From an optimization exercise on the open Yosys and OpenROAD flow, aimed at small area; shortcuts taken in it are not production practice.
Where RTL was checked, it was by simulation tests only, not by an equivalence proof against the original.
Power and IR drop assume default switching activity.

==> flow/design.v <==
module flc_fine (
    input  wire               clk,
    input  wire               rst,         
    input  wire               med_en,      
    input  wire [6:0]         r1,          
    input  wire [5:0]         r2,          
    input  wire [6:0]         ntap,        
    input  wire               coef_we,
    input  wire [5:0]         coef_addr,
    input  wire [23:0]        coef_data,   
    input  wire               bit_en,
    input  wire               bit_in,
    output reg                out_valid,
    output reg signed [26:0]  out_data
);
    reg [4:0] phi;
    wire      phi0 = (phi == 5'd0);
    wire      phil = (phi == 5'd19);
    always @(posedge clk)
        phi <= (phil || phi[4] && phi[3]) ? 5'd0 : phi + 5'd1;
    reg pbv, pb, ab;
    reg act, dec, fresh;
    reg [6:0] dec_cnt;
    reg [1:0] warm;
    wire start = phil && pbv;     
    reg [19:0] ri1, ri2, ri3, rc1, rc2, rc3;
    reg        c1, c2, c3, k1, k2, k3;
    wire i1 = fresh ? 1'b0 : ri1[19];
    wire i2 = fresh ? 1'b0 : ri2[19];
    wire i3 = fresh ? 1'b0 : ri3[19];
    wire xb = act && (phi0 || !ab);               
    wire s1 = i1 ^ xb ^ c1;
    wire a2 = act && s1;
    wire s2 = i2 ^ a2 ^ c2;
    wire a3 = act && s2;
    wire s3 = i3 ^ a3 ^ c3;
    wire dact = act && dec;
    wire d1 = (warm == 2'd0) ? 1'b0 : rc1[19];
    wire d2 = (warm == 2'd0) ? 1'b0 : rc2[19];
    wire d3 = (warm == 2'd0) ? 1'b0 : rc3[19];
    wire k1e = phi0 | k1, k2e = phi0 | k2, k3e = phi0 | k3;
    wire y1 = s3 ^ ~d1 ^ k1e;                     
    wire y2 = y1 ^ ~d2 ^ k2e;                     
    wire y3 = y2 ^ ~d3 ^ k3e;                     
    always @(posedge clk) begin
        ri1 <= {ri1[18:0], s1};
        ri2 <= {ri2[18:0], s2};
        ri3 <= {ri3[18:0], s3};
        rc1 <= {rc1[18:0], dact ? s3 : rc1[19]};
        rc2 <= {rc2[18:0], dact ? y1 : rc2[19]};
        rc3 <= {rc3[18:0], dact ? y2 : rc3[19]};
        c1  <= act && !phil && ((i1 & xb) | (i1 & c1) | (xb & c1));
        c2  <= act && !phil && ((i2 & a2) | (i2 & c2) | (a2 & c2));
        c3  <= act && !phil && ((i3 & a3) | (i3 & c3) | (a3 & c3));
        k1  <= (s3 & ~d1) | (s3 & k1e) | (~d1 & k1e);
        k2  <= (y1 & ~d2) | (y1 & k2e) | (~d2 & k2e);
        k3  <= (y2 & ~d3) | (y2 & k3e) | (~d3 & k3e);
    end
    reg [19:0] w0, w1, w2, w3, w4;
    reg        full;
    reg        mact, medp;
    reg [9:0]  f;           
    wire cd0 = y3;
    wire cd1 = full ? w0[19] : y3;
    wire cd2 = full ? w1[19] : y3;
    wire cd3 = full ? w2[19] : y3;
    wire cd4 = full ? w3[19] : y3;
    wire [4:0] cd = {cd4, cd3, cd2, cd1, cd0};
    wire [9:0] pa = {cd3, cd2, cd2, cd1, cd1, cd1, cd0, cd0, cd0, cd0};
    wire [9:0] pbb= {cd4, cd4, cd3, cd4, cd3, cd2, cd4, cd3, cd2, cd1};
    wire [9:0] f_n = ((pa ^ pbb) & (phil ? pbb : pa)) | (~(pa ^ pbb) & (phi0 ? 10'd0 : f));
    always @(posedge clk) begin
        w0 <= {w0[18:0], mact ? cd0 : w0[19]};
        w1 <= {w1[18:0], mact ? cd1 : w1[19]};
        w2 <= {w2[18:0], mact ? cd2 : w2[19]};
        w3 <= {w3[18:0], mact ? cd3 : w3[19]};
        w4 <= {w4[18:0], mact ? cd4 : w4[19]};
        if (mact)
            f <= f_n;
    end
    wire f01 = f[0], f02 = f[1], f03 = f[2], f04 = f[3], f12 = f[4],
         f13 = f[5], f14 = f[6], f23 = f[7], f24 = f[8], f34 = f[9];
    wire [2:0] rk0 = f01 + f02 + f03 + f04;
    wire [2:0] rk1 = !f01 + f12 + f13 + f14;
    wire [2:0] rk2 = !f02 + !f12 + f23 + f24;
    wire [2:0] rk3 = !f03 + !f13 + !f23 + f34;
    wire       mbit = !med_en       ? w0[19] :
                      (rk0 == 3'd2) ? w0[19] :
                      (rk1 == 3'd2) ? w1[19] :
                      (rk2 == 3'd2) ? w2[19] :
                      (rk3 == 3'd2) ? w3[19] : w4[19];
    reg [18:0] m_data;      
    reg        m_valid;
    always @(posedge clk) begin
        if (medp && !phi0)
            m_data <= {mbit, m_data[18:1]};
    end
    always @(posedge clk) begin
        if (rst) begin
            pbv     <= 1'b0;
            act     <= 1'b0;
            fresh   <= 1'b1;
            dec_cnt <= 7'd0;
            warm    <= 2'd0;
            full    <= 1'b0;
            mact    <= 1'b0;
            medp    <= 1'b0;
            m_valid <= 1'b0;
        end else begin
            if (bit_en) begin
                pbv <= 1'b1;
                pb  <= bit_in;
            end else if (start) begin
                pbv <= 1'b0;
            end
            m_valid <= medp && phil;
            if (phil) begin
                act  <= pbv;
                mact <= 1'b0;
                if (act) begin
                    fresh <= 1'b0;
                    if (dec && warm != 2'd2)
                        warm <= warm + 2'd1;
                end
                if (mact)
                    full <= 1'b1;
                if (pbv) begin
                    ab      <= pb;
                    dec     <= (dec_cnt == r1 - 7'd1);
                    mact    <= (dec_cnt == r1 - 7'd1) && (warm == 2'd2 || (act && dec && warm == 2'd1));
                    dec_cnt <= (dec_cnt == r1 - 7'd1) ? 7'd0 : dec_cnt + 7'd1;
                end
            end
            if (phil)
                medp <= mact;
        end
    end
    reg        [23:0] cr [0:31];
    reg        [23:0] c0;
    reg        [18:0] ar [0:31];
    reg        [18:0] ae;
    reg        [18:0] br [0:31];
    reg        [18:0] buf_b;
    reg        [4:0]  ta;
    reg               aold;        
    reg        [4:0]  lapa;        
    reg               bpre;        
    reg        [4:0]  lapb;        
    reg        [1:0]  since;       
    reg               needbuf;
    reg        [6:0]  cnt;         
    reg        [5:0]  r2c;
    reg               fin1, fin2;  
    reg               pw1, pw2, pst;  
    reg               pass;
    reg        [5:0]  vc;          
    reg               pdup;        
    reg signed [49:0] acc;
    wire       p     = r1[0];      
    wire [6:0] hh    = (ntap + 7'd1) >> 1;
    wire [6:0] lo    = (ntap > 7'd32) ? ntap - 7'd33 : 7'd0;
    wire [4:0] tb    = ntap[4:0] - 5'd2 - lo[4:0];
    wire       lapa_on = lapa[0];
    wire       lapb_on = (lapb != 5'd0);
    wire       hit   = (r2c == r2 - 6'd1);
    wire [5:0] r2c_n = hit ? 6'd0 : r2c + 6'd1;
    wire [18:0] port_a = aold ? ((ta == 5'd31) ? m_data : ar[31])
                          : (lapa_on ? ae : ar[31]);
    wire [18:0] port_b = aold ? (lapb_on ? ((lapb == 5'd1) ? buf_b : br[29])
                                       : (bpre ? br[29] : br[30]))
                            : ((lapb_on || bpre) ? br[30] : br[31]);
    wire [23:0] pc = aold ? cr[30] : cr[31];
    wire [18:0] anext = aold ? ((ta == 5'd30) ? m_data : ar[30])
                             : ((lapa_on && ta != 5'd31) ? ar[31] : ar[30]);
    wire [4:0] j     = aold ? ta + 5'd2 : ta + 5'd1;
    wire [6:0] j7    = {2'b00, j};
    wire       jin   = j7 < hh;
    wire       av    = jin && (j != 5'd0) && ((j7 - 7'd1) < cnt);
    wire       bv    = jin && ((ntap - 7'd1 - j7) != j7) && ((ntap - 7'd2 - j7) < cnt);
    wire       dup   = pass && !aold && pdup && (ta == 5'd0);
    wire       vis   = pass && !dup;
    wire        hi    = fin2 || (!fin1 && vc[5]);
    wire [23:0] cw    = (fin1 || fin2) ? c0 : pc;
    wire signed [12:0] ch = hi ? {cw[23], cw[23:12]} : {1'b0, cw[11:0]};
    wire signed [19:0] xav = (fin1 || fin2) ? {m_data, p} : ((vis && av) ? {port_a, p} : 20'sd0);
    wire       usen  = ((ntap - 7'd2 - j7) == lo) && (bpre || lapb_on);
    wire signed [19:0] xbv = (vis && bv && !fin1 && !fin2) ? {usen ? anext : port_b, p} : 20'sd0;
    wire signed [20:0] ps = xav + xbv;
    wire signed [33:0] prod = ps * ch;
    wire signed [49:0] addend = hi ? {{4{prod[33]}}, prod, 12'd0} : {{16{prod[33]}}, prod};
    wire        first = pst;
    wire signed [49:0] acc_n = (first ? 50'sd0 : acc) + addend;
    wire [4:0] wk = ta + 5'd1 - coef_addr[4:0];
    wire       cwe = coef_we && !coef_addr[5];
    integer k;
    always @(posedge clk) begin
        cr[0] <= (cwe && wk == 5'd0) ? coef_data : cr[31];
        for (k = 1; k < 32; k = k + 1)
            cr[k] <= (cwe && wk == k) ? coef_data : cr[k-1];
        if (coef_we && coef_addr == 6'd0)
            c0 <= coef_data;
    end
    always @(posedge clk) begin
        ar[0] <= lapa_on ? ae : ar[31];
        for (k = 1; k < 32; k = k + 1)
            ar[k] <= ar[k-1];
        ae <= (ta == 5'd31 && (aold || m_valid)) ? m_data : ar[31];
        br[0] <= lapb_on ? br[30] : br[31];
        for (k = 1; k < 31; k = k + 1)
            br[k] <= br[k-1];
        br[31] <= (lapb == 5'd1) ? buf_b : br[30];
        if (m_valid && lo == 7'd0)
            buf_b <= m_data;
        else if (capture)
            buf_b <= port_a;
    end
    wire loade   = (ta == 5'd31) && (aold || m_valid);
    wire bstart  = bpre && (since == 2'd3) && (ta + 5'd1 == tb);
    wire capture = needbuf && (aold ? (ta != 5'd31 && ta + 5'd1 == lo[4:0]) : (ta == lo[4:0]));
    always @(posedge clk) begin
        ta <= ta + 5'd1;
        if (rst) begin
            aold    <= 1'b0;
            lapa    <= 5'd0;
            bpre    <= 1'b0;
            lapb    <= 5'd0;
            needbuf <= 1'b0;
            since   <= 2'd0;
            cnt     <= 7'd0;
            r2c     <= 6'd0;
            fin1    <= 1'b0;
            fin2    <= 1'b0;
            pw1     <= 1'b0;
            pw2     <= 1'b0;
            pst     <= 1'b0;
            pass    <= 1'b0;
            vc      <= 6'd0;
            pdup    <= 1'b0;
            acc     <= 50'sd0;
            out_valid <= 1'b0;
        end else begin
            if (loade) begin
                aold <= 1'b0;
                lapa <= 5'd1;
            end else begin
                if (m_valid)
                    aold <= 1'b1;
                if (ta == 5'd31)
                    lapa <= 5'd0;
            end
            if (m_valid) begin
                bpre    <= 1'b1;
                since   <= 2'd0;
                needbuf <= (lo != 7'd0);
            end else begin
                if (since != 2'd3)
                    since <= since + 2'd1;
                if (bstart) begin
                    bpre <= 1'b0;
                    lapb <= 5'd31;
                end else if (lapb_on) begin
                    lapb <= lapb - 5'd1;
                end
                if (capture)
                    needbuf <= 1'b0;
            end
            if (m_valid) begin
                r2c <= r2c_n;
                if (!cnt[6])
                    cnt <= cnt + 7'd1;
            end
            fin1 <= m_valid && hit;
            fin2 <= fin1;
            pw1  <= m_valid && (r2c_n == r2 - 6'd1);
            pw2  <= pw1;
            pst  <= pw2;
            out_valid <= fin2;
            acc  <= acc_n;
            if (pst) begin
                pass <= 1'b1;
                vc   <= 6'd0;
            end else if (vis) begin
                vc <= vc + 6'd1;
                if (vc == 6'd63)
                    pass <= 1'b0;
            end
            pdup <= pass && aold;
        end
    end
    always @(*) out_data = acc[49:23];
endmodule
export LEC_CHECK = 0
export CAP_MARGIN = 20
export CORE_MARGIN = 2
export CORE_UTILIZATION = 40
export PLACE_DENSITY = 0.6
export SLEW_MARGIN = 20
create_clock -name core_clock -period 13.0 [get_ports {clk}]
run.sh (not shown) runs the stock make flow with config.mk's settings and CLKGATE_MAP_FILE= SYNTH_SCRIPT=/design/flow/synth_recipe.tcl, a recipe that flattens the netlist after the stock synthesis.
The first run finished with setup timing left.
Rerun with:
--- a/flow/design.v
+++ b/flow/design.v
@@ -167,38 +167,42 @@
     wire [18:0] port_a = aold ? ((ta == 5'd31) ? m_data : ar[31])
                           : (lapa_on ? ae : ar[31]);
     wire [18:0] port_b = aold ? (lapb_on ? ((lapb == 5'd1) ? buf_b : br[29])
                                        : (bpre ? br[29] : br[30]))
                             : ((lapb_on || bpre) ? br[30] : br[31]);
-    wire [23:0] pc = aold ? cr[30] : cr[31];
+    wire [23:0] pc = aold ? cr[30] : ~cr[31];
     wire [18:0] anext = aold ? ((ta == 5'd30) ? m_data : ar[30])
                              : ((lapa_on && ta != 5'd31) ? ar[31] : ar[30]);
-    wire [4:0] j     = aold ? ta + 5'd2 : ta + 5'd1;
-    wire [6:0] j7    = {2'b00, j};
-    wire       jin   = j7 < hh;
-    wire       av    = jin && (j != 5'd0) && ((j7 - 7'd1) < cnt);
-    wire       bv    = jin && ((ntap - 7'd1 - j7) != j7) && ((ntap - 7'd2 - j7) < cnt);
+    reg        av, bv, ueq;
+    wire       aold_n = (ta == 5'd31 && (aold || m_valid)) ? 1'b0 : (m_valid || aold);
+    wire [4:0] jn     = aold_n ? ta + 5'd3 : ta + 5'd2;
+    wire [6:0] jn7    = {2'b00, jn};
+    always @(posedge clk) begin
+        av  <= (jn7 < hh) && (jn != 5'd0) && ((jn7 - 7'd1) < cnt);
+        bv  <= (jn7 < hh) && ((ntap - 7'd1 - jn7) != jn7) && ((ntap - 7'd2 - jn7) < cnt);
+        ueq <= ((ntap - 7'd2 - jn7) == lo);
+    end
     wire       dup   = pass && !aold && pdup && (ta == 5'd0);
     wire       vis   = pass && !dup;
     wire        hi    = fin2 || (!fin1 && vc[5]);
     wire [23:0] cw    = (fin1 || fin2) ? c0 : pc;
     wire signed [12:0] ch = hi ? {cw[23], cw[23:12]} : {1'b0, cw[11:0]};
     wire signed [19:0] xav = (fin1 || fin2) ? {m_data, p} : ((vis && av) ? {port_a, p} : 20'sd0);
-    wire       usen  = ((ntap - 7'd2 - j7) == lo) && (bpre || lapb_on);
+    wire       usen  = ueq && (bpre || lapb_on);
     wire signed [19:0] xbv = (vis && bv && !fin1 && !fin2) ? {usen ? anext : port_b, p} : 20'sd0;
     wire signed [20:0] ps = xav + xbv;
     wire signed [33:0] prod = ps * ch;
     wire signed [49:0] addend = hi ? {{4{prod[33]}}, prod, 12'd0} : {{16{prod[33]}}, prod};
     wire        first = pst;
     wire signed [49:0] acc_n = (first ? 50'sd0 : acc) + addend;
     wire [4:0] wk = ta + 5'd1 - coef_addr[4:0];
     wire       cwe = coef_we && !coef_addr[5];
     integer k;
     always @(posedge clk) begin
-        cr[0] <= (cwe && wk == 5'd0) ? coef_data : cr[31];
+        cr[0] <= (cwe && wk == 5'd0) ? coef_data : ~cr[31];
         for (k = 1; k < 32; k = k + 1)
-            cr[k] <= (cwe && wk == k) ? coef_data : cr[k-1];
+            cr[k] <= (cwe && wk == k) ? ((k % 2 == 1) ? ~coef_data : coef_data) : ~cr[k-1];
         if (coef_we && coef_addr == 6'd0)
             c0 <= coef_data;
     end
     always @(posedge clk) begin
         ar[0] <= lapa_on ? ae : ar[31];
Outcome: Now the flow ran to the end with no violations; design area falls by a few percent; routed wire length falls by a few percent; core utilization falls by 1.9 points; combinational power rises by a few percent; setup slack gets better by 1.0 ns; sequential share of layout area rises by 2.8 points; sequential cell count rises by 3; total power falls slightly; maximum frequency rises by a little under a tenth.
No functional check of the RTL was part of the first run of this note.

flc_fine, a different RTL version from the one above (not shown whole).
For scale: roughly 6400 cells after synthesis.
clock: 13.0 ns
lec_check: 0
cap_margin: 20
core_margin: 2
core_utilization: 60
cts_buf_list: sky130_fd_sc_hd__clkbuf_16
cts_cluster_diameter: 80
cts_cluster_size: 30
place_density: 0.75
slew_margin: 20
The baseline went through all stages and came out clean.
Change:
--- a/flow/design.v
+++ b/flow/design.v
@@ -47,62 +47,59 @@
         ri2 <= {ri2[18:0], s2};
         ri3 <= {ri3[18:0], s3};
         rc1 <= {rc1[18:0], dact ? s3 : rc1[19]};
         rc2 <= {rc2[18:0], dact ? y1 : rc2[19]};
         rc3 <= {rc3[18:0], dact ? y2 : rc3[19]};
         c1  <= act && !phil && ((i1 & xb) | (i1 & c1) | (xb & c1));
         c2  <= act && !phil && ((i2 & a2) | (i2 & c2) | (a2 & c2));
         c3  <= act && !phil && ((i3 & a3) | (i3 & c3) | (a3 & c3));
         k1  <= (s3 & ~d1) | (s3 & k1e) | (~d1 & k1e);
         k2  <= (y1 & ~d2) | (y1 & k2e) | (~d2 & k2e);
         k3  <= (y2 & ~d3) | (y2 & k3e) | (~d3 & k3e);
     end
-    reg [19:0] w0, w1, w2, w3, w4;
+    reg [19:0] w0, w1, w2, w3;
     reg        full;
     reg        mact, medp;
     reg [9:0]  f;           
-    wire cd0 = y3;
-    wire cd1 = full ? w0[19] : y3;
-    wire cd2 = full ? w1[19] : y3;
-    wire cd3 = full ? w2[19] : y3;
-    wire cd4 = full ? w3[19] : y3;
-    wire [4:0] cd = {cd4, cd3, cd2, cd1, cd0};
+    reg [18:0] m_data;      
+    reg        m_valid;
+    wire sin = medp ? (phi0 ? r1[0] : m_data[0]) : y3;
+    wire cd0 = sin;
+    wire cd1 = full ? w0[19] : sin;
+    wire cd2 = full ? w1[19] : sin;
+    wire cd3 = full ? w2[19] : sin;
+    wire cd4 = full ? w3[19] : sin;
     wire [9:0] pa = {cd3, cd2, cd2, cd1, cd1, cd1, cd0, cd0, cd0, cd0};
     wire [9:0] pbb= {cd4, cd4, cd3, cd4, cd3, cd2, cd4, cd3, cd2, cd1};
     wire [9:0] f_n = ((pa ^ pbb) & (phil ? pbb : pa)) | (~(pa ^ pbb) & (phi0 ? 10'd0 : f));
-    always @(posedge clk) begin
-        w0 <= {w0[18:0], mact ? cd0 : w0[19]};
-        w1 <= {w1[18:0], mact ? cd1 : w1[19]};
-        w2 <= {w2[18:0], mact ? cd2 : w2[19]};
-        w3 <= {w3[18:0], mact ? cd3 : w3[19]};
-        w4 <= {w4[18:0], mact ? cd4 : w4[19]};
-        if (mact)
-            f <= f_n;
-    end
     wire f01 = f[0], f02 = f[1], f03 = f[2], f04 = f[3], f12 = f[4],
          f13 = f[5], f14 = f[6], f23 = f[7], f24 = f[8], f34 = f[9];
     wire [2:0] rk0 = f01 + f02 + f03 + f04;
     wire [2:0] rk1 = !f01 + f12 + f13 + f14;
     wire [2:0] rk2 = !f02 + !f12 + f23 + f24;
     wire [2:0] rk3 = !f03 + !f13 + !f23 + f34;
-    wire       mbit = !med_en       ? w0[19] :
-                      (rk0 == 3'd2) ? w0[19] :
-                      (rk1 == 3'd2) ? w1[19] :
-                      (rk2 == 3'd2) ? w2[19] :
-                      (rk3 == 3'd2) ? w3[19] : w4[19];
-    reg [18:0] m_data;      
-    reg        m_valid;
+    wire       mbit = !med_en       ? cd0 :
+                      (rk0 == 3'd2) ? cd0 :
+                      (rk1 == 3'd2) ? cd1 :
+                      (rk2 == 3'd2) ? cd2 :
+                      (rk3 == 3'd2) ? cd3 : cd4;
     always @(posedge clk) begin
-        if (medp && !phi0)
-            m_data <= {mbit, m_data[18:1]};
+        w0 <= {w0[18:0], medp ? cd0 : w0[19]};
+        w1 <= {w1[18:0], medp ? cd1 : w1[19]};
+        w2 <= {w2[18:0], medp ? cd2 : w2[19]};
+        w3 <= {w3[18:0], medp ? cd3 : w3[19]};
+        if (mact)
+            f <= f_n;
+        if ((mact || medp) && !phi0)
+            m_data <= {medp ? mbit : y3, m_data[18:1]};
     end
     always @(posedge clk) begin
         if (rst) begin
             pbv     <= 1'b0;
             act     <= 1'b0;
             fresh   <= 1'b1;
             dec_cnt <= 7'd0;
             warm    <= 2'd0;
             full    <= 1'b0;
             mact    <= 1'b0;
             medp    <= 1'b0;
             m_valid <= 1'b0;
@@ -113,25 +110,25 @@
             end else if (start) begin
                 pbv <= 1'b0;
             end
             m_valid <= medp && phil;
             if (phil) begin
                 act  <= pbv;
                 mact <= 1'b0;
                 if (act) begin
                     fresh <= 1'b0;
                     if (dec && warm != 2'd2)
                         warm <= warm + 2'd1;
                 end
-                if (mact)
+                if (medp)
                     full <= 1'b1;
                 if (pbv) begin
                     ab      <= pb;
                     dec     <= (dec_cnt == r1 - 7'd1);
                     mact    <= (dec_cnt == r1 - 7'd1) && (warm == 2'd2 || (act && dec && warm == 2'd1));
                     dec_cnt <= (dec_cnt == r1 - 7'd1) ? 7'd0 : dec_cnt + 7'd1;
                 end
             end
             if (phil)
                 medp <= mact;
         end
     end
The new run completed with no timing, DRC or antenna violations.
Sequential power went down by about 2%.
Final cell count hardly moves.
Die area went down by 0.68%.
Count of clock-buffer cells in the layout is lower by 5.
Global-route usage grows by 0.25 points.
Core utilization goes down by 0.14 points.
Non-clock buffer count came out higher by 3.
Total power falls by 1.5%.
Critical path depth goes up by 1.
Clock power barely changes.

re-timing with driven ports:
Ports are ideal in the flow. The routed layouts listed here were re-timed in OpenROAD. Step 1, drivers: a clkbuf_16 drives clk and a buf_2 each remaining input, both assumed. Step 2, shift: input delay + t, output delay - t, t = (earliest + latest rising clock arrival at the registers) / 2. This alone moves slack from input paths to output paths. Three values: no drivers, after step 1, after step 2; two values: the first two.
| run | t, ns | setup slack, ns | worst hold slack (ns) | worst register clock-pin slew, ns |
|---|---|---|---|---|
| the first run of note 1 | 0.919 | -0.431 / -0.417 / -1.336 | 0.240 / 0.240 / 0.240 | 0.08 / 0.08 |
| the second run of note 1 | 0.929 | 0.605 / 0.656 / -0.273 | 0.281 / 0.281 / 0.281 | 0.08 / 0.08 |
| the first run of note 2 | 0.802 | 0.558 / 0.524 / -0.279 | 0.301 / 0.301 / 0.301 | 0.12 / 0.12 |
| the second run of note 2 | 0.808 | 0.550 / 0.550 / -0.224 | 0.302 / 0.302 / 0.302 | 0.11 / 0.11 |
Met with ideal ports but missed after step 2: setup timing in the second run of note 1, the first run of note 2 and the second run of note 2. For the first run of note 1, which loses most, drivers alone change the setup slack by +0.014 ns; drivers and shift together by -0.905 ns.
